Background: an optimization exercise with open tools, aiming at small area. Do not read the settings as production practice. The RTL was checked by simulation tests, not by an equivalence proof against the original design. Power and IR drop assume default switching activity.

===== flow/design.v =====
module frond_gang_alu (
    input  wire x,
    input  wire y,
    input  wire ci,
    output wire s,
    output wire co
);
    assign s  = x ^ y ^ ci;
    assign co = (x & y) | (ci & (x ^ y));
endmodule
module frond_gang (
    input  wire          clk,
    input  wire          rst,
    input  wire [63:0]   gang,
    input  wire [1023:0] tt,
    input  wire [63:0]   opa,
    input  wire [63:0]   opb,
    input  wire [63:0]   opc,
    output reg  [63:0]   res,
    output reg  [63:0]   fault,
    output reg  [7:0]    flag_we,
    output reg  [7:0]    flag_c,
    output reg  [7:0]    flag_v,
    output reg  [7:0]    flag_n
);
    integer i, k, b, c;
    reg [64:0] free;
    reg [63:0] base, b8, b16, b32;
    always @(*) begin
        free[0] = 1'b1;
        for (i = 0; i < 64; i = i + 1) begin
            base[i] = free[i] & gang[i];
            b8[i]   = base[i] & (tt[16*i+10 +: 2] == 2'd0);
            b16[i]  = base[i] & (tt[16*i+10 +: 2] == 2'd1);
            b32[i]  = base[i] & (tt[16*i+10 +: 2] == 2'd2);
            free[i+1] = (free[i] & ~gang[i])
                      | ((i >= 7)  ? b8[(i >= 7) ? i - 7 : 0]    : 1'b0)
                      | ((i >= 15) ? b16[(i >= 15) ? i - 15 : 0] : 1'b0)
                      | ((i >= 31) ? b32[(i >= 31) ? i - 31 : 0] : 1'b0);
        end
    end
    reg [15:0] a1_8 [0:7], a0_8 [0:7];
    reg [15:0] a1_16 [0:3], a0_16 [0:3];
    reg [15:0] a1_32 [0:1], a0_32 [0:1];
    reg [7:0]  mix8;
    reg [3:0]  mix16;
    reg [1:0]  mix32;
    reg        mix64;
    always @(*) begin
        for (k = 0; k < 8; k = k + 1)
            for (b = 0; b < 16; b = b + 1) begin
                a1_8[k][b] = 1'b0;
                a0_8[k][b] = 1'b0;
                for (i = 0; i < 8; i = i + 1) begin
                    a1_8[k][b] = a1_8[k][b] | (gang[8*k+i] &  tt[16*(8*k+i)+b]);
                    a0_8[k][b] = a0_8[k][b] | (gang[8*k+i] & ~tt[16*(8*k+i)+b]);
                end
            end
        for (k = 0; k < 4; k = k + 1) begin
            a1_16[k] = a1_8[2*k] | a1_8[2*k+1];
            a0_16[k] = a0_8[2*k] | a0_8[2*k+1];
        end
        for (k = 0; k < 2; k = k + 1) begin
            a1_32[k] = a1_16[2*k] | a1_16[2*k+1];
            a0_32[k] = a0_16[2*k] | a0_16[2*k+1];
        end
        for (k = 0; k < 8; k = k + 1) mix8[k]  = |(a1_8[k]  & a0_8[k]);
        for (k = 0; k < 4; k = k + 1) mix16[k] = |(a1_16[k] & a0_16[k]);
        for (k = 0; k < 2; k = k + 1) mix32[k] = |(a1_32[k] & a0_32[k]);
        mix64 = |((a1_32[0] | a1_32[1]) & (a0_32[0] | a0_32[1]));
    end
    reg [7:0] ok8, okb;   
    reg [3:0] ok16;
    reg [1:0] ok32;
    reg       ok64;
    reg [7:0] gen;        
    always @(*) begin
        for (k = 0; k < 8; k = k + 1)
            gen[k] = ~tt[16*8*k+15] & ~(tt[16*8*k+8] & (&tt[16*8*k+1 +: 7]));
        for (k = 0; k < 8; k = k + 1) ok8[k]  = b8[8*k]   & gen[k]   & ~mix8[k];
        for (k = 0; k < 4; k = k + 1) ok16[k] = b16[16*k] & gen[2*k] & ~mix16[k];
        for (k = 0; k < 2; k = k + 1) ok32[k] = b32[32*k] & gen[4*k] & ~mix32[k];
        ok64 = base[0] & (tt[11:10] == 2'd3) & gen[0] & ~mix64;
        for (k = 0; k < 8; k = k + 1)
            okb[k] = ok8[k] | ((k % 2 == 0) ? ok16[k/2] : 1'b0)
                            | ((k % 4 == 0) ? ok32[k/4] : 1'b0)
                            | ((k == 0) ? ok64 : 1'b0);
    end
    reg [7:0] act, first, last;
    always @(*) begin
        for (c = 0; c < 8; c = c + 1) begin
            act[c]   = ok8[c] | ok16[c/2] | ok32[c/4] | ok64;
            first[c] = okb[c];
            last[c]  = ok8[c] | ((c % 2 == 1) ? ok16[c/2] : 1'b0)
                              | ((c % 4 == 3) ? ok32[c/4] : 1'b0)
                              | ((c == 7) ? ok64 : 1'b0);
        end
    end
    reg [2:0] gop [0:7];
    reg [7:0] sgn, fwe, cin;
    always @(*) begin
        gop[0] = tt[14:12];
        sgn[0] = tt[9];
        fwe[0] = tt[8];
        cin[0] = opc[0];
        for (c = 1; c < 8; c = c + 1) begin
            if (first[c]) begin
                gop[c] = tt[16*8*c+12 +: 3];
                sgn[c] = tt[16*8*c+9];
                fwe[c] = tt[16*8*c+8];
                cin[c] = opc[8*c];
            end else begin
                gop[c] = gop[c-1];
                sgn[c] = sgn[c-1];
                fwe[c] = fwe[c-1];
                cin[c] = cin[c-1];
            end
        end
    end
    reg [7:0]  inv, cs;
    reg [63:0] s, cy;
    reg [7:0]  c7, co;
    always @(*) begin
        for (c = 0; c < 8; c = c + 1) begin
            inv[c] = (gop[c] != 3'd0);
            cs[c]  = (gop[c] == 3'd0) ? cin[c] : (gop[c] == 3'd1) ? ~cin[c] : 1'b1;
        end
    end
    genvar g;
    generate
        for (g = 0; g < 64; g = g + 1) begin : g_bit
            wire xi = opa[g] & gang[g];
            wire yi = (opb[g] & gang[g]) ^ inv[g/8];
            wire ci;
            if (g % 8 == 0) begin : g_first
                if (g == 0) begin : g_zero
                    assign ci = cs[0];
                end else begin : g_chain
                    assign ci = first[g/8] ? cs[g/8] : cy[g-1];
                end
            end else begin : g_mid
                assign ci = cy[g-1];
            end
            frond_gang_alu u_fa (.x(xi), .y(yi), .ci(ci), .s(s[g]), .co(cy[g]));
            if (g % 8 == 7) begin : g_top
                always @(*) begin
                    c7[g/8] = ci;
                    co[g/8] = cy[g];
                end
            end
        end
    endgenerate
    reg [7:0]  ltc, zc, ez, lt, eq;
    reg [64:0] po;
    always @(*) begin
        for (c = 0; c < 8; c = c + 1) begin
            ltc[c] = sgn[c] ? (s[8*c+7] ^ c7[c] ^ co[c]) : ~co[c];
            zc[c]  = ~|s[8*c +: 8];
            ez[c]  = zc[c] & ((c == 0 || first[c]) ? 1'b1 : ez[(c == 0) ? 0 : c - 1]);
        end
        lt[7] = ltc[7];
        eq[7] = ez[7];
        for (c = 6; c >= 0; c = c - 1) begin
            lt[c] = last[c] ? ltc[c] : lt[c+1];
            eq[c] = last[c] ? ez[c]  : eq[c+1];
        end
        po[0] = 1'b0;
        for (i = 0; i < 64; i = i + 1) begin
            if (i % 8 == 0 && first[i/8]) po[i] = 1'b0;
            po[i+1] = po[i] | s[i];
        end
    end
    reg [7:0] ens, neg, kb, selx, sely;
    reg [63:0] res_d, fault_d;
    reg [7:0]  we_d, c_d, v_d, n_d;
    always @(*) begin
        for (c = 0; c < 8; c = c + 1) begin
            ens[c]  = act[c] & (gop[c] == 3'd0 || gop[c] == 3'd1 || gop[c] == 3'd7);
            neg[c]  = (gop[c] == 3'd7) & lt[c];
            kb[c]   = act[c] & ((gop[c] == 3'd2) ? lt[c] : (gop[c] == 3'd3) ? (lt[c] | eq[c]) :
                               (gop[c] == 3'd4) ? eq[c] : 1'b0);
            selx[c] = act[c] & (((gop[c] == 3'd5) & (lt[c] | eq[c])) | ((gop[c] == 3'd6) & ~lt[c]));
            sely[c] = act[c] & (((gop[c] == 3'd5) & ~(lt[c] | eq[c])) | ((gop[c] == 3'd6) & lt[c]));
            for (i = 0; i < 8; i = i + 1)
                res_d[8*c+i] = gang[8*c+i] & ((ens[c] & (s[8*c+i] ^ (neg[c] & po[8*c+i]))) | kb[c] |
                                              (selx[c] & opa[8*c+i]) | (sely[c] & opb[8*c+i]));
            we_d[c] = act[c] & last[c] & fwe[c] & gang[8*c+7];
            c_d[c]  = we_d[c] & ((gop[c] == 3'd0) ? co[c] : ~co[c]);
            v_d[c]  = we_d[c] & (c7[c] ^ co[c]);
            n_d[c]  = we_d[c] & s[8*c+7];
        end
        fault_d = base;
        for (k = 0; k < 8; k = k + 1) fault_d[8*k] = base[8*k] & ~okb[k];
    end
    always @(posedge clk) begin
        if (rst) begin
            res <= 64'd0; fault <= 64'd0;
            flag_we <= 8'd0; flag_c <= 8'd0; flag_v <= 8'd0; flag_n <= 8'd0;
        end else begin
            res <= res_d; fault <= fault_d;
            flag_we <= we_d; flag_c <= c_d; flag_v <= v_d; flag_n <= n_d;
        end
    end
endmodule

===== flow/run.sh =====
#!/bin/bash
# synth_recipe.tcl (not shown) runs the flow's synth.tcl, then flattens the netlist and writes it again
# the make line also repeats each setting of config.mk as NAME=value (left out here)
make -C /OpenROAD-flow-scripts/flow DESIGN_CONFIG=/design/flow/config.mk WORK_HOME=/design/flow/orfs CLKGATE_MAP_FILE= SYNTH_SCRIPT=/design/flow/synth_recipe.tcl finish

===== flow/config.mk =====
export PLATFORM = sky130hd
export DESIGN_NAME = frond_gang
export DESIGN_NICKNAME = frond_gang
export VERILOG_FILES = /design/flow/design.v
export SDC_FILE = /design/flow/constraint.sdc
export NUM_CORES = 4
export LEC_CHECK = 0
export CAP_MARGIN = 20
export CORE_AREA = 10 10 590 590
export DIE_AREA = 0 0 600 600
export PLACE_DENSITY = 0.4
export SETUP_SLACK_MARGIN = 1.5
export SLEW_MARGIN = 20

===== flow/constraint.sdc =====
create_clock -name core_clock -period 32.0 [get_ports {clk}]
set_input_delay 6.4000 -clock core_clock [delete_from_list [all_inputs] [get_ports {clk}]]
set_output_delay 6.4000 -clock core_clock [all_outputs]
set_load 0.01 [all_outputs]

==> results of run 1 <==
## synth_stat cells, types with 33 or more instances
cell type	n	area, um2
nor4_1	127	794.5
xor2_1	59	516.8
or4_1	50	375.4
a22oi_1	513	3851
nor2b_1	64	400.4
and4_1	48	420.4
dfxtp_1	160	3203
clkinv_1	34	127.6
a21oi_1	114	570.6
xnor2_1	76	665.6
fa_1	72	1441
nand2_1	340	1276
nand3_1	84	420.4
inv_1	128	480.5
nor2_1	292	1096
nand2b_1	70	437.9
and2_1	94	588.1
or3_1	33	206.5
nor3_1	85	425.4
clkbuf_1	180	675.7
nand4_1	125	782.0
buf_1	44	165.2
o21ai_0	89	445.4
o22ai_1	516	3228
## per-stage QoR
step	total power, mW	setup TNS [ns]	setup WS [ns]	util, %	cell area [um2]
after floorplan	0.4870	0	0.2640	-	28400
after global placement	0.9323	-89.41	-1.773	15.16	50660
after detailed placement	0.9331	-90.13	-1.806	15.17	50690
after CTS	1.259	-0.1399	-0.03133	15.64	52280
after global routing	1.310	-36.43	-0.7443	15.84	52950
final	1.266	-0.9946	-0.1063	15.89	53110
## cells by family (layout without fill, tap and decap cells)
family / Yosys count / count (layout) / synth area share, %
xor gates and xnor gates: 135 / 135 / 4.244
other: 0 / 129 / 0
adders and majority gates: 72 / 72 / 5.173
buffers and inverters: 428 / 2109 / 6.045
and+or+nand+nor: 1519 / 1519 / 28.98
muxes: 28 / 28 / 1.091
DFF: 160 / 160 / 11.50
AOI/OAI and AO/OA: 1663 / 1663 / 42.97
## flip-flops by register name (all words and copies together) (netlist names)
signal and count:
res 64, flag_n 8, flag_we 8, flag_v 8
fault 64, flag_c 8
## routing by layer
layer	vias up	global-route usage (%)	wire length [um]
met2	3639	37.42	202100
met1	24330	25.01	157600
li1	19540	-	-
met3	980	7.339	40380
met5	-	0	986
met4	156	10.83	24230
## cells in the final DEF (no fill, tap or decap), types with 19 or more instances in the layout
master | synthesis | layout
o41ai_1 | 28 | 21
or2_2 | 19 | 19
and2_1 | 94 | 94
fa_2 | 0 | 65
nor4_2 | 1 | 33
clkbuf_16 | 0 | 21
xor2_1 | 59 | 57
nand3_1 | 84 | 74
nor2_1 | 292 | 278
or4_1 | 50 | 46
clkinv_1 | 34 | 34
o22ai_1 | 516 | 514
and3_1 | 27 | 23
and4_1 | 48 | 48
nand2_1 | 340 | 330
buf_4 | 8 | 475
or3_1 | 33 | 30
clkdlybuf4s50_1 | 0 | 1371
nand4_1 | 125 | 125
nor4_1 | 127 | 93
o21ai_1 | 9 | 23
inv_1 | 128 | 113
nand2b_1 | 70 | 68
xnor2_1 | 76 | 74
o31a_1 | 19 | 19
nor3_1 | 85 | 74
a31oi_1 | 31 | 24
dfxtp_1 | 160 | 160
buf_6 | 1 | 33
a21oi_1 | 114 | 93
nor2b_1 | 64 | 61
a22oi_1 | 513 | 512
o21ai_0 | 89 | 71
buf_12 | 0 | 20
diode_2 | 0 | 129
## where the power goes
group / leakage, nW / switching (mW) / internal, mW
Sequential: 1.29 / 0.000345 / 0.200
Combinational: 15.8 / 0.437 / 0.334
Clock: 0.341 / 0.140 / 0.156
## worst max-delay path by stage
| stage | start | endpoint | slack [ns] | cells after the start |
|---|---|---|---|---|
| 2_1_floorplan | gang[0] | res[35] | 0.26 | 99 |
| 3_3_place_gp | tt[12] | res[1] | -1.77 | 101 |
| 3_5_place_dp | tt[12] | res[40] | -1.81 | 100 |
| 4_1_cts | tt[12] | res[1] | -0.03 | 102 |
| 5_1_grt | tt[12] | res[1] | -0.74 | 102 |
| 6_report | tt[12] | res[1] | -0.11 | 102 |
## area by class of cell
class,count,area (um2)
clock buffers,23,543.0
multi-input cells,3417,24600
diodes,129,322.8
flip-flops and latches,160,3203
fillers,38090,281100
clock inverters,10,158.9
inverters,163,619.3
repair buffers,1913,18170
well taps,4387,5489
## what timing repair did
item	CTS	global route
gates cloned	0	0
setup buffers	22	12
pin swaps	84	46
resized for setup	176	73
endpoints found under the setup margin	67	67
==> qor.json, run 1 <==
{
  "ant_nets": {"value": 0},
  "setup-violations-final": {"value": 25},
  "maxClockFrequency": {"value": 31.15, "unit": "MHz"},
  "checks_failing_at_layout_checks": {"value": "negative setup slack"},
  "wire_length_of_the_first_global_routing_pass": {"value": 527400, "unit": "um"},
  "synthDistinctLibCells": {"value": 124},
  "die_height": {"value": 600, "unit": "um"},
  "synth.cell_area": {"value": 27860, "unit": "um2"},
  "fin_nets": {"value": 7030},
  "cts_root_buf": {"value": "clkbuf_16"},
  "synth-edff-count": {"value": 0},
  "share_of_layout_cells_above_drive_strength_1": {"value": 16.97, "unit": "%"},
  "min-delay-path-class": {"value": "in -> reg"},
  "first_pass_iters": {"value": 9},
  "number_of_cells_in_the_design_after_placement": {"value": 10010},
  "worstMarginPinSlew": {"value": 1.276, "unit": "ns"},
  "routed_wl": {"value": 425300, "unit": "um"},
  "synth-seq-cells": {"value": 160},
  "cts-hold-fix-buffers": {"value": 0},
  "maxCapViolCount": {"value": 0},
  "clk_pin_slew_worst_paths": {"value": 0.08, "unit": "ns"},
  "gpl.final_weighted_congestion": {"value": 0.9546},
  "detailroute.via_count": {"value": 48640},
  "postSynth.asyncResetShare": {"value": 0, "unit": "%"},
  "crit_path_max_fanout": {"value": 8},
  "crit_arrival": {"value": 32.61, "unit": "ns"},
  "initialDrtViolationCount": {"value": 6027},
  "final.min_clock_period": {"value": 32.11, "unit": "ns"},
  "synth-warning-count": {"value": 8},
  "p_leak": {"value": 17.40, "unit": "nW"},
  "cts_made_buffers": {"value": 21},
  "ys_dominant_reg_cell": {"value": "dfxtp_1"},
  "synth_seq_area_share": {"value": 11.50, "unit": "%"},
  "grt_max_degree": {"value": 37},
  "drcViolationCount": {"value": 0},
  "maxSlewViolCount": {"value": 0},
  "layout_worst_path_cycle_share": {"value": 100.3, "unit": "%"},
  "clock-sinks": {"value": 160},
  "floorplan.die_area": {"value": 360000, "unit": "um2"},
  "hold-worst-slack": {"value": 6.072, "unit": "ns"},
  "core-area": {"value": 334200, "unit": "um2"},
  "grt_antenna_before_repair": {"value": 322},
  "timing.critical_path.buf_inv": {"value": 16},
  "synth.avg_cell_area": {"value": 6.957, "unit": "um2"},
  "timing.critical_path.max_delay_family": {"value": "adder cells"},
  "routed_wirelength_normalized_by_instance_count": {"value": 41.69, "unit": "um"},
  "grtUsageTotal": {"value": 22.15, "unit": "%"},
  "rsz0062_at_grt": {"value": "yes"},
  "route.detailed.vias_per_inst": {"value": 4.768},
  "syn-num-nets": {"value": 5359},
  "initial_utilization": {"value": 8.336, "unit": "%"},
  "whs_endpoint": {"value": "fault[3]"},
  "globalRoute.totalOverflow": {"value": 0},
  "final_hold_viol_count": {"value": 0},
  "worst_hold_startpoint": {"value": "rst"},
  "placementRows": {"value": 212},
  "startpoint_class_of_the_critical_path": {"value": "primary input"},
  "dp_hpwl": {"value": 368600, "unit": "um"},
  "crit_type": {"value": "in -> reg"},
  "layout-area-overhead-vs-synth": {"value": 90.62, "unit": "%"},
  "power-per-cell-area": {"value": 23.83, "unit": "nW/um2"},
  "fin_ws": {"value": -0.1063, "unit": "ns"},
  "first_global_vias": {"value": 47490},
  "post_synth_inst_count": {"value": 4005},
  "crit_path_top_delay_cell": {"value": "o41ai_2"},
  "outcome": {"value": "finished with violations"},
  "clock_tree.htree_level_count": {"value": 4},
  "max_stage_delay": {"value": 0.47, "unit": "ns"},
  "die_width": {"value": 600, "unit": "um"},
  "relSlewSlack": {"value": 14.15, "unit": "%"},
  "cts_tree": {"value": "built"},
  "place.port_buffers": {"value": 1385},
  "required": {"value": 32.51, "unit": "ns"},
  "ports": {"value": 1442},
  "critical_path.most_common_cell": {"value": "fa_2"},
  "timing.hold.worst_path_depth": {"value": 2},
  "worst_setup_path_end_kind": {"value": "flop"},
  "ir_drop": {"value": 0.02728, "unit": "mV"},
  "cts_max_path_buffers": {"value": 3},
  "stdcell_count": {"value": 10200}
}
==> run 2: changes to the inputs <==
--- a/flow/design.v
+++ b/flow/design.v
@@ -1,5 +1,8 @@
 module frond_gang_alu (
-    input  wire x,
-    input  wire y,
+    input  wire a,
+    input  wire b,
+    input  wire g,
+    input  wire inv,
     input  wire ci,
+    output wire p,
     output wire s,
@@ -7,4 +10,5 @@
 );
-    assign s  = x ^ y ^ ci;
-    assign co = (x & y) | (ci & (x ^ y));
+    assign p  = (g & (a ^ b)) ^ inv;
+    assign s  = p ^ ci;
+    assign co = p ? ci : (a & g);
 endmodule
@@ -88,3 +92,3 @@
     end
-    reg [7:0] act, first, last;
+    reg [7:0] act, last;
     always @(*) begin
@@ -92,3 +96,2 @@
             act[c]   = ok8[c] | ok16[c/2] | ok32[c/4] | ok64;
-            first[c] = okb[c];
             last[c]  = ok8[c] | ((c % 2 == 1) ? ok16[c/2] : 1'b0)
@@ -98,6 +101,16 @@
     end
+    reg [7:0] fd, fl;
     reg [2:0] gop [0:7];
+    reg [1:0] wd  [0:7];
     reg [7:0] sgn, fwe, cin;
     always @(*) begin
+        for (c = 0; c < 8; c = c + 1)
+            case (tt[16*8*c+10 +: 2])
+                2'd0:    fd[c] = gang[8*c];
+                2'd1:    fd[c] = gang[8*c] & (c % 2 == 0);
+                2'd2:    fd[c] = gang[8*c] & (c % 4 == 0);
+                default: fd[c] = gang[8*c] & (c == 0);
+            endcase
         gop[0] = tt[14:12];
+        wd[0]  = tt[11:10];
         sgn[0] = tt[9];
@@ -106,4 +119,5 @@
         for (c = 1; c < 8; c = c + 1) begin
-            if (first[c]) begin
+            if (fd[c]) begin
                 gop[c] = tt[16*8*c+12 +: 3];
+                wd[c]  = tt[16*8*c+10 +: 2];
                 sgn[c] = tt[16*8*c+9];
@@ -113,2 +127,3 @@
                 gop[c] = gop[c-1];
+                wd[c]  = wd[c-1];
                 sgn[c] = sgn[c-1];
@@ -118,6 +133,13 @@
         end
-    end
-    reg [7:0]  inv, cs;
-    reg [63:0] s, cy;
-    reg [7:0]  c7, co;
+        for (c = 0; c < 8; c = c + 1)
+            case (wd[c])
+                2'd0:    fl[c] = 1'b1;
+                2'd1:    fl[c] = (c % 2 == 1);
+                2'd2:    fl[c] = (c % 4 == 3);
+                default: fl[c] = (c == 7);
+            endcase
+    end
+    reg  [7:0]  inv, cs;
+    wire [63:0] s, cy, pp;
+    reg  [7:0]  c7, co;
     always @(*) begin
@@ -131,11 +153,7 @@
         for (g = 0; g < 64; g = g + 1) begin : g_bit
-            wire xi = opa[g] & gang[g];
-            wire yi = (opb[g] & gang[g]) ^ inv[g/8];
             wire ci;
-            if (g % 8 == 0) begin : g_first
-                if (g == 0) begin : g_zero
-                    assign ci = cs[0];
-                end else begin : g_chain
-                    assign ci = first[g/8] ? cs[g/8] : cy[g-1];
-                end
+            if (g == 0) begin : g_zero
+                assign ci = cs[0];
+            end else if (g % 8 == 0) begin : g_first
+                assign ci = fd[g/8] ? cs[g/8] : cy[g-1];
             end else begin : g_mid
@@ -143,3 +161,4 @@
             end
-            frond_gang_alu u_fa (.x(xi), .y(yi), .ci(ci), .s(s[g]), .co(cy[g]));
+            frond_gang_alu u_fa (.a(opa[g]), .b(opb[g]), .g(gang[g]), .inv(inv[g/8]),
+                                 .ci(ci), .p(pp[g]), .s(s[g]), .co(cy[g]));
             if (g % 8 == 7) begin : g_top
@@ -157,5 +176,7 @@
             ltc[c] = sgn[c] ? (s[8*c+7] ^ c7[c] ^ co[c]) : ~co[c];
-            zc[c]  = ~|s[8*c +: 8];
-            ez[c]  = zc[c] & ((c == 0 || first[c]) ? 1'b1 : ez[(c == 0) ? 0 : c - 1]);
-        end
+            zc[c]  = &pp[8*c +: 8];    
+        end
+        ez[0] = zc[0];
+        for (c = 1; c < 8; c = c + 1)
+            ez[c] = zc[c] & (fd[c] | ez[c-1]);
         lt[7] = ltc[7];
@@ -163,4 +184,4 @@
         for (c = 6; c >= 0; c = c - 1) begin
-            lt[c] = last[c] ? ltc[c] : lt[c+1];
-            eq[c] = last[c] ? ez[c]  : eq[c+1];
+            lt[c] = fl[c] ? ltc[c] : lt[c+1];
+            eq[c] = fl[c] ? ez[c]  : eq[c+1];
         end
@@ -168,3 +189,3 @@
         for (i = 0; i < 64; i = i + 1) begin
-            if (i % 8 == 0 && first[i/8]) po[i] = 1'b0;
+            if (i % 8 == 0 && fd[i/8]) po[i] = 1'b0;
             po[i+1] = po[i] | s[i];
==> flow/flow/run.sh (new file) <==
#!/bin/bash
# Own layout flow: the standard ORFS flow (standard.sh) with two changes:
#  - synthesis is synth_recipe.tcl unchanged except that ORFS's single ABC
#    technology-mapping call uses an area-oriented script (flow/area.abc);
#  - each port gets the smallest buffer (buf_1) instead of ORFS's default.
# Every tool writes its full output to its own log file in this folder
# (ORFS's per-step logs are under orfs/logs/).
set -euo pipefail
WORK=$(pwd)
FLOWDIR=$WORK/flow

# synthesis script: the standard flow's, with the ABC override loaded before ORFS's synth.tcl
awk -v ov="$FLOWDIR/abc_override.tcl" '
  /^source .*synth\.tcl/ && !done { print "source " ov; done = 1 }
  { print }' synth_recipe.tcl > my_synth.tcl
sed "s|SYNTH_SCRIPT=[^ ]*|SYNTH_SCRIPT=$WORK/my_synth.tcl|" standard.sh > my_standard.sh
grep -q "SYNTH_SCRIPT=$WORK/my_synth.tcl" my_standard.sh

export MY_ABC_SCRIPT=$FLOWDIR/area.abc
export BUFFER_PORTS_ARGS="-buffer_cell sky130_fd_sc_hd__buf_1"
export PLACE_PINS_ARGS="-min_distance 1 -min_distance_in_tracks -corner_avoidance 15"
export GPL_KEEP_OVERFLOW=0

bash my_standard.sh "$@" > make_flow.log 2>&1
==> flow/flow/abc_override.tcl (new file) <==
# Replace the ABC script of ORFS's technology-mapping call (abc -script ...)
# with an area-oriented one; every other argument is kept.
proc abc {args} {
  set i [lsearch -exact $args -script]
  if { $i >= 0 } {
    lset args [expr { $i + 1 }] $::env(MY_ABC_SCRIPT)
  }
  puts "abc (area script): $args"
  yosys abc {*}$args
}
==> flow/flow/area.abc (new file) <==
strash
dch -f
amap -F 20 -A 30
topo
==> flow/standard.sh (new file) <==
#!/bin/bash
# synth_recipe.tcl (not shown) runs the flow's synth.tcl, then flattens the netlist and writes it again
# the make line also repeats each setting of config.mk as NAME=value (left out here)
make -C /OpenROAD-flow-scripts/flow DESIGN_CONFIG=/design/flow/config.mk WORK_HOME=/design/flow/orfs CLKGATE_MAP_FILE= SYNTH_SCRIPT=/design/flow/synth_recipe.tcl "${@:-finish}"
--- a/flow/config.mk
+++ b/flow/config.mk
@@ -8,6 +8,6 @@
 export CAP_MARGIN = 20
-export CORE_AREA = 10 10 590 590
-export DIE_AREA = 0 0 600 600
-export PLACE_DENSITY = 0.4
-export SETUP_SLACK_MARGIN = 1.5
+export CORE_AREA = 5 5 335 335
+export DIE_AREA = 0 0 340 340
+export PLACE_DENSITY = 0.45
+export SETUP_SLACK_MARGIN = 1.2
 export SLEW_MARGIN = 20
removed: flow/run.sh
==> run 2 against run 1 <==
Now clean on timing, DRC and antenna. Critical endpoint is now fault[63]. Worst setup slack improved by 1.7 ns. Routed wire length fell by 39%. Highest routed layer unchanged. Cell area fell by 33%. Sequential power is essentially flat. Critical path type unchanged. Non-clock buffer count shrank 261. Largest power group unchanged. Die area down 68%. Clock-buffer cell count is 2 lower. Cell count shrank 31%. Hold slack improved by 0.035 ns. Clock power is 21% lower. Core utilization increased by 17 points.
==> qor.json, run 2 <==
{
  "initialDrtViolationCount": {"value": 7843},
  "core-area": {"value": 108600, "unit": "um2"},
  "cts_made_buffers": {"value": 17},
  "worst_hold_startpoint": {"value": "gang[0]"},
  "ant_nets": {"value": 0},
  "maxClockFrequency": {"value": 32.87, "unit": "MHz"},
  "total_power": {"value": 0.9883, "unit": "mW"},
  "area_occupied_by_multi_input_gates": {"value": 20150, "unit": "um2"},
  "pwr-share-clk": {"value": 23.5, "unit": "%"},
  "detailroute.via_count": {"value": 47010},
  "routed_wl": {"value": 258300, "unit": "um"},
  "maxCapViolCount": {"value": 0},
  "placementRows": {"value": 121},
  "netSwitchingPower": {"value": 0.4899, "unit": "mW"},
  "routed_wirelength_normalized_by_instance_count": {"value": 36.54, "unit": "um"},
  "switching_share": {"value": 49.57, "unit": "%"},
  "stdcell_count": {"value": 7068},
  "synth_top_cell_by_area": {"value": "o22ai_1"},
  "number_of_cells_in_the_design_after_placement": {"value": 6626},
  "grt_antenna_before_repair": {"value": 149},
  "synth.avg_cell_area": {"value": 6.288, "unit": "um2"},
  "clock_tree.htree_level_count": {"value": 4},
  "drcViolationCount": {"value": 0},
  "postSynth.asyncResetShare": {"value": 0, "unit": "%"},
  "most_common_cell_after_layout_fill_and_taps_aside": {"value": "buf_1"},
  "place.port_buffers": {"value": 1385},
  "cts_max_path_buffers": {"value": 2},
  "setup_tns": {"value": 0, "unit": "ns"},
  "synth.top_cells.by_count": {"value": "o22ai_1, nor2_1, clkinv_1, nand2_1, a222oi_1"},
  "grt_max_degree": {"value": 36},
  "first_global_vias": {"value": 43300},
  "post_synth_inst_count": {"value": 3815},
  "largestRegisters": {"value": "fault: 64 flops, res: 64 flops"},
  "dp_hpwl": {"value": 200300, "unit": "um"},
  "route.detailed.vias_per_inst": {"value": 6.651},
  "setup-violations-final": {"value": 0},
  "ir_drop": {"value": 0.04534, "unit": "mV"},
  "ys_dominant_reg_cell": {"value": "dfxtp_1"},
  "cts_tree": {"value": "built"},
  "whs_endpoint": {"value": "fault[1]"},
  "critical_path.most_common_cell": {"value": "buf_4"},
  "largest_cells_by_area_after_synthesis": {"value": "o22ai_1, dfxtp_1, a222oi_1"},
  "globalRoute.totalOverflow": {"value": 0},
  "pre_cts_slack": {"value": -11.09, "unit": "ns"},
  "relSlewSlack": {"value": 10.91, "unit": "%"},
  "max_stage_delay": {"value": 0.41, "unit": "ns"},
  "worst_setup_path_end_kind": {"value": "flop"},
  "first_pass_iters": {"value": 13},
  "synth-warning-count": {"value": 9},
  "clk_pin_slew_worst_paths": {"value": 0.08, "unit": "ns"},
  "layout-area-overhead-vs-synth": {"value": 47.64, "unit": "%"},
  "cts_root_buf": {"value": "clkbuf_16"},
  "final.fill_count": {"value": 12440},
  "synthDistinctLibCells": {"value": 53},
  "initial_utilization": {"value": 22.10, "unit": "%"},
  "die_width": {"value": 340, "unit": "um"},
  "final-seq-area": {"value": 3203, "unit": "um2"},
  "min-delay-path-class": {"value": "in -> reg"},
  "finalCoreUtilization": {"value": 32.63, "unit": "%"},
  "crit_type": {"value": "in -> reg"},
  "crit_arrival": {"value": 30.85, "unit": "ns"},
  "rsz0062_at_grt": {"value": "yes"},
  "clock-sinks": {"value": 160},
  "share_of_layout_cells_above_drive_strength_1": {"value": 10.05, "unit": "%"},
  "floorplan.die_area": {"value": 115600, "unit": "um2"},
  "gpl.final_weighted_congestion": {"value": 1.051},
  "final.min_clock_period": {"value": 30.42, "unit": "ns"},
  "startpoint_class_of_the_critical_path": {"value": "primary input"},
  "synth-seq-cells": {"value": 160},
  "layout_worst_path_cycle_share": {"value": 95.06, "unit": "%"},
  "required": {"value": 32.43, "unit": "ns"},
  "most_frequent_cell_after_synthesis": {"value": "o22ai_1"},
  "wire_length_of_the_first_global_routing_pass": {"value": 344800, "unit": "um"},
  "syn-num-nets": {"value": 5097},
  "outcome": {"value": "finished clean"},
  "power_share_of_the_combinational_group": {"value": 56.2, "unit": "%"},
  "worstMarginPinSlew": {"value": 1.336, "unit": "ns"},
  "p_leak": {"value": 10.35, "unit": "nW"},
  "crit_path_max_fanout": {"value": 17},
  "fin_nets": {"value": 6769},
  "crit_path_top_delay_cell": {"value": "a311oi_2"},
  "final_hold_viol_count": {"value": 0},
  "ports": {"value": 1442},
  "grtUsageTotal": {"value": 41.51, "unit": "%"},
  "fin_ws": {"value": 1.582, "unit": "ns"},
  "maxSlewViolCount": {"value": 0},
  "mostFrequentLayoutCells": {"value": "buf_1, o22ai_1, nor2_1, clkinv_1, nand2_1"},
  "timing.hold.worst_path_depth": {"value": 2},
  "die_height": {"value": 340, "unit": "um"},
  "intPower": {"value": 0.4984, "unit": "mW"},
  "synth.cell_area": {"value": 23990, "unit": "um2"},
  "synth_seq_area_share": {"value": 13.35, "unit": "%"},
  "power-per-cell-area": {"value": 27.91, "unit": "nW/um2"},
  "post-synth-top-area-fraction": {"value": 15.31, "unit": "%"},
  "cts-hold-fix-buffers": {"value": 0},
  "seq_power_share": {"value": 20.3, "unit": "%"},
  "synth-edff-count": {"value": 0}
}
==> run 2: worst max-delay path: cells and delay by family <==
family          cells  cell delay (ns)
compound gates     73            14.67
simple gates       14             1.83
buf+inv            75             7.90
==> run 2: logic make-up after synthesis <==
group | count (synthesis) | share of synthesized area [%]
AOI/OAI and AO/OA | 1698 | 50.28
buffers and inverters | 474 | 7.417
DFF | 160 | 13.35
and+or+nand+nor | 1483 | 28.95
==> run 2: worst max-delay path by stage <==
| stage | cells past startpoint | slack, ns | start | end |
|---|---|---|---|---|
| 5_1_grt | 160 | 0.86 | tt[12] | res[6] |
| 4_1_cts | 165 | 1.20 | gang[1] | fault[63] |
| 6_report | 162 | 1.58 | gang[5] | fault[63] |
| 3_5_place_dp | 115 | -11.09 | gang[2] | fault[63] |
| 3_3_place_gp | 115 | -12.37 | gang[0] | fault[63] |
| 2_1_floorplan | 155 | 1.72 | tt[12] | res[0] |
==> run 2: timing repair <==
action / CTS / global route
gates resized for setup: 139 / 153
setup buffers: 181 / 71
cloned: 0 / 2
setup endpoints to repair: 90 / 74
pin swaps: 25 / 101
==> run 2: power groups by stage <==
stage          Combinational [mW]  Sequential, mW  Clock [mW]
2_1_floorplan               0.230           0.206           0
3_3_place_gp                0.464           0.205           0
3_5_place_dp                0.469           0.205           0
4_1_cts                     0.498           0.200       0.236
5_1_grt                     0.581           0.200       0.244
6_report                    0.556           0.200       0.232
==> run 2: layer usage <==
metal	vias to the layer above	share of wire (%)	GRT usage, %
li1	19340	-	-
met1	22020	33	44.59
met2	4268	43	64.49
met3	1342	12	15.11
met4	46	11	35.72
met5	-	0.15	1.792
==> run 2: area by class of cell <==
type | count | share of cell area, %
multi-input combinational | 3181 | 56.90
timing repair buffer | 1652 | 21.03
sequential | 160 | 9.044
inverter | 474 | 5.261
tap | 1414 | 4.996
clock buffer | 21 | 1.272
antenna | 154 | 1.088
clock inverter | 11 | 0.3745
timing repair inverter | 1 | 0.03180
==> run 2: metrics by stage <==
| step | area [um2] | hold WS (ns) |
|---|---|---|
| after floorplan | 23990 | 6.471 |
| after global placement | 30960 | 6.792 |
| after detailed placement | 31310 | 6.778 |
| after CTS | 33830 | 6.191 |
| after global routing | 35280 | 6.089 |
| final | 35420 | 6.107 |
==> run 3: changes to the inputs <==
--- a/flow/config.mk
+++ b/flow/config.mk
@@ -11,3 +11,3 @@
 export PLACE_DENSITY = 0.45
-export SETUP_SLACK_MARGIN = 1.2
+export SETUP_SLACK_MARGIN = 0.8
 export SLEW_MARGIN = 20
==> run 3 against run 2 <==
Still clean on timing, DRC and antenna. Clock power hardly changed. Combinational power is 2% lower. Sequential share of layout area is 0.19 points higher. Clock-buffer cell count stayed put. Critical path depth is 1 higher. Sequential power hardly changed. Synthesized cell count stayed put. Power is 1.2% lower. Worst setup slack worse by 0.30 ns. Die area stayed put. Core utilization is 0.67 points lower. Cell area is 2.1% lower. Largest cell class unchanged.
==> qor.json, run 3 <==
{
  "cts_root_buf": {"value": "clkbuf_16"},
  "most_common_cell_after_layout_fill_and_taps_aside": {"value": "buf_1"},
  "clock-sinks": {"value": 160},
  "synth.cell_area": {"value": 23990, "unit": "um2"},
  "synth.top_cells.by_count": {"value": "o22ai_1, nor2_1, clkinv_1, nand2_1, a222oi_1"},
  "ant_nets": {"value": 0},
  "intPower": {"value": 0.4917, "unit": "mW"},
  "synth-seq-cells": {"value": 160},
  "ys_dominant_reg_cell": {"value": "dfxtp_1"},
  "required": {"value": 32.43, "unit": "ns"},
  "post-synth-top-area-fraction": {"value": 15.31, "unit": "%"},
  "main_combinational_cell_family_by_area_after_synthesis": {"value": "compound AO/OA/AOI/OAI gates"},
  "initialDrtViolationCount": {"value": 7452},
  "routed_wirelength_normalized_by_instance_count": {"value": 36.70, "unit": "um"},
  "pre_cts_slack": {"value": -11.09, "unit": "ns"},
  "setup-violations-final": {"value": 0},
  "layout_worst_path_cycle_share": {"value": 96.00, "unit": "%"},
  "relSlewSlack": {"value": 15.95, "unit": "%"},
  "min-delay-path-class": {"value": "in -> reg"},
  "critical_path.most_common_cell": {"value": "buf_4"},
  "largestRegisters": {"value": "fault: 64 flops, res: 64 flops"},
  "synth_compound_gate_area_share": {"value": 50.28, "unit": "%"},
  "post_synth_inst_count": {"value": 3815},
  "place.port_buffers": {"value": 1385},
  "maxClockFrequency": {"value": 32.55, "unit": "MHz"},
  "detailroute.via_count": {"value": 46220},
  "startpoint_class_of_the_critical_path": {"value": "primary input"},
  "dp_hpwl": {"value": 200300, "unit": "um"},
  "power-per-cell-area": {"value": 28.16, "unit": "nW/um2"},
  "ir_drop": {"value": 0.04481, "unit": "mV"},
  "synth_top_cell_by_area": {"value": "o22ai_1"},
  "total_power": {"value": 0.9767, "unit": "mW"},
  "grt_antenna_before_repair": {"value": 155},
  "power_share_of_the_combinational_group": {"value": 55.7, "unit": "%"},
  "first_pass_iters": {"value": 12},
  "fin_ws": {"value": 1.280, "unit": "ns"},
  "route.detailed.vias_per_inst": {"value": 6.618},
  "postSynth.asyncResetShare": {"value": 0, "unit": "%"},
  "worst_setup_path_end_kind": {"value": "flop"},
  "largest_cells_by_area_after_synthesis": {"value": "o22ai_1, dfxtp_1, a222oi_1"},
  "grtUsageTotal": {"value": 41.24, "unit": "%"},
  "die_height": {"value": 340, "unit": "um"},
  "synth-edff-count": {"value": 0},
  "crit_type": {"value": "in -> reg"},
  "outcome": {"value": "finished clean"},
  "final.min_clock_period": {"value": 30.72, "unit": "ns"},
  "number_of_cells_in_the_design_after_placement": {"value": 6626},
  "synthMuxAreaShare": {"value": 0, "unit": "%"},
  "seq_power_share": {"value": 20.5, "unit": "%"},
  "fraction_of_synthesized_cell_area_in_xor_and_xnor_cells": {"value": 0, "unit": "%"},
  "mostFrequentLayoutCells": {"value": "buf_1, o22ai_1, nor2_1, clkinv_1, nand2_1"},
  "floorplan.die_area": {"value": 115600, "unit": "um2"},
  "synthDistinctLibCells": {"value": 53},
  "pwr-share-clk": {"value": 23.8, "unit": "%"},
  "grt_max_degree": {"value": 36},
  "stdcell_count": {"value": 6983},
  "clock_tree.htree_level_count": {"value": 4},
  "cts-hold-fix-buffers": {"value": 0},
  "globalRoute.totalOverflow": {"value": 0},
  "initial_utilization": {"value": 22.10, "unit": "%"},
  "synth-warning-count": {"value": 9},
  "placementRows": {"value": 121},
  "most_frequent_cell_after_synthesis": {"value": "o22ai_1"},
  "routed_wl": {"value": 256200, "unit": "um"},
  "core-area": {"value": 108600, "unit": "um2"},
  "cts_tree": {"value": "built"},
  "fin_nets": {"value": 6689},
  "die_width": {"value": 340, "unit": "um"},
  "maxSlewViolCount": {"value": 0},
  "worstMarginPinSlew": {"value": 1.261, "unit": "ns"},
  "synth.avg_cell_area": {"value": 6.288, "unit": "um2"},
  "clk_pin_slew_worst_paths": {"value": 0.08, "unit": "ns"},
  "switching_share": {"value": 49.66, "unit": "%"},
  "maxCapViolCount": {"value": 0},
  "synth-simple-area-share": {"value": 28.95, "unit": "%"},
  "cts_max_path_buffers": {"value": 2},
  "netSwitchingPower": {"value": 0.4850, "unit": "mW"},
  "p_leak": {"value": 9.968, "unit": "nW"},
  "final_hold_viol_count": {"value": 0},
  "rsz0062_at_grt": {"value": "yes"},
  "crit_arrival": {"value": 31.15, "unit": "ns"},
  "cts_made_buffers": {"value": 17},
  "max_stage_delay": {"value": 0.42, "unit": "ns"},
  "drcViolationCount": {"value": 0},
  "setup_tns": {"value": 0, "unit": "ns"},
  "crit_path_max_fanout": {"value": 22},
  "layout-area-overhead-vs-synth": {"value": 44.61, "unit": "%"},
  "first_global_vias": {"value": 42880},
  "gpl.final_weighted_congestion": {"value": 1.051},
  "synth_seq_area_share": {"value": 13.35, "unit": "%"},
  "synth-adder-area-share": {"value": 0, "unit": "%"},
  "syn-num-nets": {"value": 5097},
  "crit_path_top_delay_cell": {"value": "a311oi_2"},
  "wire_length_of_the_first_global_routing_pass": {"value": 342300, "unit": "um"},
  "ports": {"value": 1442},
  "share_of_layout_cells_above_drive_strength_1": {"value": 8.413, "unit": "%"}
}
[run 3: cell counts after synthesis]
Identical to the previous run, type by type.
[run 3: final timing paths]
check               start        end  slack, ns  depth (start not counted)
hold / removal    gang[0]   fault[1]       6.10                          2
setup / recovery  gang[6]  fault[63]       1.28                        163
[run 3: cell families after synthesis]
kind of cell / count (synthesis)
buf+inv: 474
simple gates: 1483
compound gates: 1698
flops: 160
[run 3: per-layer routing]
layer	global-route usage (%)	vias up	wire (um)
met2	63.90	3984	110100
met5	1.542	-	356
li1	-	19170	-
met1	43.93	21720	86630
met4	35.82	50	29130
met3	15.66	1295	30030
[run 3: final cells by class]
class                      instances  area (um2)
antenna                          149       372.9
clock buffer                      21       450.4
clock inverter                    11       132.6
fill                           12510       73860
inverter                         474        1861
multi-input combinational       3181       20050
sequential                       160        3203
tap                             1414        1769
timing repair buffer            1572        6838
timing repair inverter             1       11.26
[run 3: metrics by stage]
| stage | utilization, % | cell area [um2] | hold WS, ns |
|---|---|---|---|
| 6_report | 31.96 | 34690 | 6.102 |
| 5_1_grt | 31.84 | 34560 | 6.089 |
| 4_1_cts | 30.65 | 33270 | 6.191 |
| 3_5_place_dp | 28.84 | 31310 | 6.778 |
| 3_3_place_gp | 28.52 | 30960 | 6.792 |
| 2_1_floorplan | - | 23990 | 6.471 |
[run 3: power groups by stage]
stage | clock [mW] | combinational [mW] | sequential (mW)
after CTS | 0.236 | 0.491 | 0.200
after floorplan | 0 | 0.230 | 0.206
after global routing | 0.244 | 0.570 | 0.200
after global placement | 0 | 0.464 | 0.205
after detailed placement | 0 | 0.469 | 0.205
final | 0.232 | 0.544 | 0.200
[run 3: timing repair]
| action | CTS | global route |
|---|---|---|
| buffers inserted | 111 | 61 |
| setup endpoints to repair | 90 | 71 |
| gates resized for setup | 130 | 133 |
| cloned | 0 | 2 |
| pin swaps | 19 | 80 |
[run 3: worst max-delay path, delay by kind of cell]
family	cells	cell delay, ns
compound gates	70	14.44
buf+inv	77	8.28
simple gates	16	1.99
==> run 4: changes to the inputs <==
--- a/flow/config.mk
+++ b/flow/config.mk
@@ -11,3 +11,3 @@
 export PLACE_DENSITY = 0.45
-export SETUP_SLACK_MARGIN = 0.8
+export SETUP_SLACK_MARGIN = 0.55
 export SLEW_MARGIN = 20
==> run 4 against run 3 <==
Still clean. Critical path depth is 44 lower. Global-route usage is 0.27 points lower. Sequential share of layout area is 0.20 points higher. Cell area is 2.1% lower. Highest routed layer unchanged.
==> qor.json, run 4 <==
{
  "outcome": {"value": "finished clean"},
  "stdcell_count": {"value": 6914},
  "layout-area-overhead-vs-synth": {"value": 41.50, "unit": "%"},
  "fraction_of_synthesized_cell_area_in_xor_and_xnor_cells": {"value": 0, "unit": "%"},
  "post-synth-top-area-fraction": {"value": 15.31, "unit": "%"},
  "die_width": {"value": 340, "unit": "um"},
  "worst_setup_path_end_kind": {"value": "flop"},
  "synth_compound_gate_area_share": {"value": 50.28, "unit": "%"},
  "cts_tree": {"value": "built"},
  "critical_path.most_common_cell": {"value": "a311oi_2"},
  "synth_seq_area_share": {"value": 13.35, "unit": "%"},
  "synth.cell_area": {"value": 23990, "unit": "um2"},
  "cts-hold-fix-buffers": {"value": 0},
  "routed_wl": {"value": 253900, "unit": "um"},
  "dp_hpwl": {"value": 200300, "unit": "um"},
  "synth-simple-area-share": {"value": 28.95, "unit": "%"},
  "p_leak": {"value": 9.583, "unit": "nW"},
  "mostFrequentLayoutCells": {"value": "buf_1, o22ai_1, nor2_1, clkinv_1, nand2_1"},
  "ant_nets": {"value": 0},
  "synth-warning-count": {"value": 9},
  "pwr-share-clk": {"value": 24.0, "unit": "%"},
  "final.min_clock_period": {"value": 31.18, "unit": "ns"},
  "cts_made_buffers": {"value": 17},
  "largest_cells_by_area_after_synthesis": {"value": "o22ai_1, dfxtp_1, a222oi_1"},
  "share_of_layout_cells_above_drive_strength_1": {"value": 6.774, "unit": "%"},
  "maxClockFrequency": {"value": 32.07, "unit": "MHz"},
  "ports": {"value": 1442},
  "layout_worst_path_cycle_share": {"value": 97.43, "unit": "%"},
  "main_combinational_cell_family_by_area_after_synthesis": {"value": "compound AO/OA/AOI/OAI gates"},
  "ir_drop": {"value": 0.04445, "unit": "mV"},
  "routed_wirelength_normalized_by_instance_count": {"value": 36.72, "unit": "um"},
  "synth-edff-count": {"value": 0},
  "synth.top_cells.by_count": {"value": "o22ai_1, nor2_1, clkinv_1, nand2_1, a222oi_1"},
  "netSwitchingPower": {"value": 0.4807, "unit": "mW"},
  "die_height": {"value": 340, "unit": "um"},
  "post_synth_inst_count": {"value": 3815},
  "synth-seq-cells": {"value": 160},
  "pre_cts_slack": {"value": -11.09, "unit": "ns"},
  "number_of_cells_in_the_design_after_placement": {"value": 6626},
  "synth_top_cell_by_area": {"value": "o22ai_1"},
  "initialDrtViolationCount": {"value": 7474},
  "fin_nets": {"value": 6613},
  "first_pass_iters": {"value": 14},
  "clock-sinks": {"value": 160},
  "grt_max_degree": {"value": 36},
  "intPower": {"value": 0.4852, "unit": "mW"},
  "cts_max_path_buffers": {"value": 2},
  "switching_share": {"value": 49.76, "unit": "%"},
  "crit_type": {"value": "in -> reg"},
  "synthDistinctLibCells": {"value": 53},
  "maxSlewViolCount": {"value": 0},
  "min-delay-path-class": {"value": "in -> reg"},
  "core-area": {"value": 108600, "unit": "um2"},
  "globalRoute.totalOverflow": {"value": 0},
  "setup-violations-final": {"value": 0},
  "fin_ws": {"value": 0.8222, "unit": "ns"},
  "startpoint_class_of_the_critical_path": {"value": "primary input"},
  "placementRows": {"value": 121},
  "most_frequent_cell_after_synthesis": {"value": "o22ai_1"},
  "synth-adder-area-share": {"value": 0, "unit": "%"},
  "gpl.final_weighted_congestion": {"value": 1.051},
  "wire_length_of_the_first_global_routing_pass": {"value": 339600, "unit": "um"},
  "syn-num-nets": {"value": 5097},
  "route.detailed.vias_per_inst": {"value": 6.628},
  "cts_root_buf": {"value": "clkbuf_16"},
  "drcViolationCount": {"value": 0},
  "required": {"value": 32.42, "unit": "ns"},
  "worstMarginPinSlew": {"value": 1.281, "unit": "ns"},
  "ys_dominant_reg_cell": {"value": "dfxtp_1"},
  "crit_arrival": {"value": 31.60, "unit": "ns"},
  "finalCoreUtilization": {"value": 31.27, "unit": "%"},
  "rsz0062_at_grt": {"value": "yes"},
  "crit_path_top_delay_cell": {"value": "buf_2"},
  "first_global_vias": {"value": 42420},
  "postSynth.asyncResetShare": {"value": 0, "unit": "%"},
  "initial_utilization": {"value": 22.10, "unit": "%"},
  "synthMuxAreaShare": {"value": 0, "unit": "%"},
  "detailroute.via_count": {"value": 45820},
  "floorplan.die_area": {"value": 115600, "unit": "um2"},
  "clk_pin_slew_worst_paths": {"value": 0.08, "unit": "ns"},
  "maxCapViolCount": {"value": 0},
  "crit_path_max_fanout": {"value": 22},
  "largestRegisters": {"value": "fault: 64 flops, res: 64 flops"},
  "relSlewSlack": {"value": 14.63, "unit": "%"},
  "power_share_of_the_combinational_group": {"value": 55.3, "unit": "%"},
  "seq_power_share": {"value": 20.7, "unit": "%"},
  "final.fill_count": {"value": 12580},
  "final_hold_viol_count": {"value": 0},
  "most_common_cell_after_layout_fill_and_taps_aside": {"value": "buf_1"},
  "grt_antenna_before_repair": {"value": 156},
  "synth.avg_cell_area": {"value": 6.288, "unit": "um2"},
  "power-per-cell-area": {"value": 28.45, "unit": "nW/um2"},
  "grtUsageTotal": {"value": 40.97, "unit": "%"},
  "clock_tree.htree_level_count": {"value": 4},
  "timing.hold.worst_path_depth": {"value": 2},
  "max_stage_delay": {"value": 0.44, "unit": "ns"},
  "place.port_buffers": {"value": 1385}
}
## run 4: worst paths after layout
path         to    start
max   fault[63]  gang[6]
min    fault[1]  gang[0]
## run 4: area by class of cell
| type | instances | area (um2) | area share [%] |
|---|---|---|---|
| Sequential cell | 160 | 3203 | 9.436 |
| Inverter | 474 | 1853 | 5.459 |
| Timing Repair Buffer | 1497 | 6238 | 18.38 |
| Tap cell | 1414 | 1769 | 5.212 |
| Antenna cell | 156 | 390.4 | 1.150 |
| Clock inverter | 11 | 132.6 | 0.3907 |
| Multi-Input combinational cell | 3181 | 19910 | 58.65 |
| Clock buffer | 21 | 450.4 | 1.327 |
## run 4: kinds of logic after synthesis
group / count (synthesis)
and+or+nand+nor: 1483
AOI/OAI and AO/OA: 1698
buffers and inverters: 474
DFF: 160
## run 4: critical path: cells and delay by family
kind	cells	cell delay [ns]
compound gates	96	21.23
simple gates	14	1.87
buf+inv	9	1.97
## run 4: metrics by stage
step / TNS, ns / hold WS [ns] / power [mW] / instance area [um2]
2_1_floorplan: 0 / 6.471 / 0.4360 / 23990
3_3_place_gp: -475.81 / 6.792 / 0.6691 / 30960
3_5_place_dp: -375.46 / 6.778 / 0.6739 / 31310
4_1_cts: 0 / 6.205 / 0.9223 / 32720
5_1_grt: 0 / 6.155 / 1.004 / 33820
6_report: 0 / 6.163 / 0.9659 / 33940
## run 4: power groups by stage
stage               clock [mW]  combinational (mW)  sequential (mW)
floorplan                    0               0.230            0.206
global route             0.244               0.560            0.200
global placement             0               0.464            0.205
CTS                      0.236               0.485            0.200
finish                   0.232               0.534            0.200
detailed placement           0               0.469            0.205
## run 4: per-layer routing
layer | routed length, um | share of wire (%) | track usage, %
met1 | 85850 | 34 | 43.62
met2 | 110100 | 43 | 63.44
met3 | 29200 | 12 | 15.17
met4 | 28240 | 11 | 35.91
met5 | 479 | 0.19 | 3.542
## run 4: repair_timing
action | 4_1_cts | 5_1_grt
resized for setup | 119 | 105
setup buffers | 42 | 56
pin swaps | 18 | 66
setup endpoints to repair | 89 | 68
endpoints found under the hold margin | 0 | 0

re-timing with driven ports:
How much do the figures lean on ideal ports? The routed layouts below were timed once more, with nothing changed but the port constraints. Step 1: set_driving_cell puts a clkbuf_16 on clk and a buf_2 on each other input, an assumption about the parent block. Step 2, shift: input delay + t, output delay - t, t = (earliest + latest rising clock arrival at the registers) / 2. This alone moves slack from input paths to output paths. Slacks: ideal ports / drivers / drivers and shift; pairs: ideal ports / drivers.
| run | t, ns | setup slack, ns | latest minus earliest clock arrival (ns) | worst data-port slew with drivers (ns) |
|---|---|---|---|---|
| run 1 | 0.698 | -0.106 / -0.065 / -0.763 | 0.056 / 0.056 | 0.33 |
| run 2 | 0.608 | 1.582 / 1.541 / 0.933 | 0.022 / 0.022 | 0.39 |
| run 3 | 0.605 | 1.280 / 1.216 / 0.611 | 0.022 / 0.022 | 0.29 |
| run 4 | 0.607 | 0.822 / 0.857 / 0.250 | 0.025 / 0.026 | 0.32 |
The setup slack of run 3, which loses most, moves by -0.064 ns with the drivers and by -0.669 ns with both steps.
